What follows belongs to an exercise in optimizing a design on an open flow for small area, a short achievable clock period and few clock cycles per item; a production flow would make more cautious choices.
Only simulation tests tie the RTL to the original design; equivalence was not proved.

==> v20 <==
// sx12_fir
module sx12_fir (
    input  wire        clk,
    input  wire        rst,           
    input  wire [4:0]  cfg_taps,      
    input  wire [4:0]  cfg_dec,       
    input  wire        coef_we,       
    input  wire [4:0]  coef_tap,
    input  wire [31:0] coef_val,
    input  wire [4:0]  coef_shift,
    input  wire        in_valid,
    output wire        in_ready,
    input  wire [31:0] in_data,
    output reg         out_valid,
    output reg  [31:0] out_data,
    output reg         out_sat
);
Settings: LEC_CHECK=0, ABC_AREA=1, CAP_MARGIN=20, CORE_MARGIN=2, CORE_UTILIZATION=50, SLEW_MARGIN=20; clock period 14.0 ns.
standard.sh (not shown) runs the stock make flow with config.mk's settings and CLKGATE_MAP_FILE= SYNTH_SCRIPT=/design/flow/synth_recipe.tcl, a recipe that flattens the netlist after the stock synthesis.
==> flow/flow/run.sh <==
#!/bin/bash
set -euo pipefail
bash standard.sh SETUP_SLACK_MARGIN=9.6 finish > standard_flow.log 2>&1
==> v32: changes against v20 <==
--- a/flow/design.v
+++ b/flow/design.v
@@ -66,13 +66,13 @@
         end
     end
     reg  [4:0]  phase;            
     reg         plast;            
     reg  [4:0]  nsamp;            
     reg         act;              
-    reg  [1:0]  xs0, xs1, xs2, xs3;    
+    reg  [1:0]  a_beta;           
     reg  [2:0]  ha0, ha1, ha2, ha3;    
     reg  [4:0]  a_kmax;           
     reg  [2:0]  a_g;              
     reg         pnd;              
     reg  [4:0]  p_base, p_kmax;
     wire [2:0]  glast  = taps_r[4:2];             
@@ -124,25 +124,23 @@
                 end
             end else begin
                 act    <= pnd | nj;
                 pnd    <= pnd & nj;
                 p_base <= wptr;
                 p_kmax <= nj_kmax;
-                xs0    <= s_base[1:0];
-                xs1    <= s_base[1:0] - 2'd1;
-                xs2    <= s_base[1:0] - 2'd2;
-                xs3    <= s_base[1:0] - 2'd3;
+                a_beta <= s_base[1:0];
                 a_kmax <= s_kmax;
                 a_g    <= glast;
                 ha0    <= s_hb;
                 ha1    <= s_hb - {2'd0, (s_base[1:0] < 2'd1)};
                 ha2    <= s_hb - {2'd0, (s_base[1:0] < 2'd2)};
                 ha3    <= s_hb - {2'd0, (s_base[1:0] < 2'd3)};
             end
         end
     end
+    wire [1:0]  beta = a_beta;
     wire [31:0] hb0  = hmem0[ha0];
     wire [31:0] hb1  = hmem1[ha1];
     wire [31:0] hb2  = hmem2[ha2];
     wire [31:0] hb3  = hmem3[ha3];
     reg  [31:0] cp0, cp1, cp2, cp3;       
     reg  [31:0] rc0, rc1, rc2, rc3;       
@@ -195,16 +193,16 @@
     wire        ok0 = (k0 <= a_kmax);
     wire        ok1 = ((k0 | 5'd1) <= a_kmax);
     wire        ok2 = ((k0 | 5'd2) <= a_kmax);
     wire        ok3 = ((k0 | 5'd3) <= a_kmax);
     wire [2:0]  g_next = next_done ? glast : a_g - 3'd1;
     always @(posedge clk) begin
-        rd0  <= booth8(pick(xs0, hb0, hb1, hb2, hb3), ok0);
-        rd1  <= booth8(pick(xs1, hb0, hb1, hb2, hb3), ok1);
-        rd2  <= booth8(pick(xs2, hb0, hb1, hb2, hb3), ok2);
-        rd3  <= booth8(pick(xs3, hb0, hb1, hb2, hb3), ok3);
+        rd0  <= booth8(pick(beta,        hb0, hb1, hb2, hb3), ok0);
+        rd1  <= booth8(pick(beta - 2'd1, hb0, hb1, hb2, hb3), ok1);
+        rd2  <= booth8(pick(beta - 2'd2, hb0, hb1, hb2, hb3), ok2);
+        rd3  <= booth8(pick(beta - 2'd3, hb0, hb1, hb2, hb3), ok3);
         cp0  <= cmem0[g_next];
         cp1  <= cmem1[g_next];
         cp2  <= cmem2[g_next];
         cp3  <= cmem3[g_next];
         rc0  <= cp0;
         rc1  <= cp1;
==> flow/flow/run.sh (replaced) <==
#!/bin/bash
set -euo pipefail
bash standard.sh SETUP_SLACK_MARGIN=9.75 finish > standard_flow.log 2>&1
==> notes <==
Routed wire length: v32 is lower than v20 (3.2%).
Clock skew: v32 is lower than v20 (18 ps).
v20 completed without violations. v32 completed without violations.
Worst setup slack: v20 is worse than v32 (140 ps).
Of v32 and v20, v20 has the higher first-iteration DRC count (gap 2.1%, measured against v20).
Against v32, the core utilization of v20 is lower by 0.24 points.
Of v32 and v20, v20 has the higher clock-buffer cell count (gap 3).
Of v32 and v20, v20 has the higher critical path depth (gap 4).
In v20 the fmax is lower than in v32, by 3.2%.
In v20 the synthesized cell count is higher than in v32, by 0.64%.
Testbench counts of v20, summed over its fixed seeds: cycles 11,928, items 1,440.
Testbench counts of v32, summed over its fixed seeds: cycles 11,928, items 1,440.

-- afterwards: timing with drivers on the ports --
How much do the figures lean on ideal ports? The routed layouts below were timed once more, with nothing changed but the port constraints. Step 1 (the two cells are an assumption about what drives the block):
set clk [get_ports {clk}]
set_driving_cell -lib_cell sky130_fd_sc_hd__clkbuf_16 $clk
set_driving_cell -lib_cell sky130_fd_sc_hd__buf_2 [delete_from_list [all_inputs] $clk]
Step 2, shift: input delay + t, output delay - t, t = (earliest + latest rising clock arrival at the registers) / 2. This alone moves slack from input paths to output paths. Three values: no drivers, after step 1, after step 2; two values: the first two.
| run | t (ns) | slack for setup (ns) | hold WS [ns] | worst setup path after step 2 | pins driven straight from the clock port |
|---|---|---|---|---|---|
| v20 | 1.159 | 9.523 / 9.504 / 9.523 | 0.323 / 0.323 / 0.323 | register to register | 1 |
| v32 | 1.143 | 9.666 / 9.590 / 9.666 | 0.329 / 0.329 / 0.329 | register to register | 1 |
After both steps every run listed still meets setup and hold.
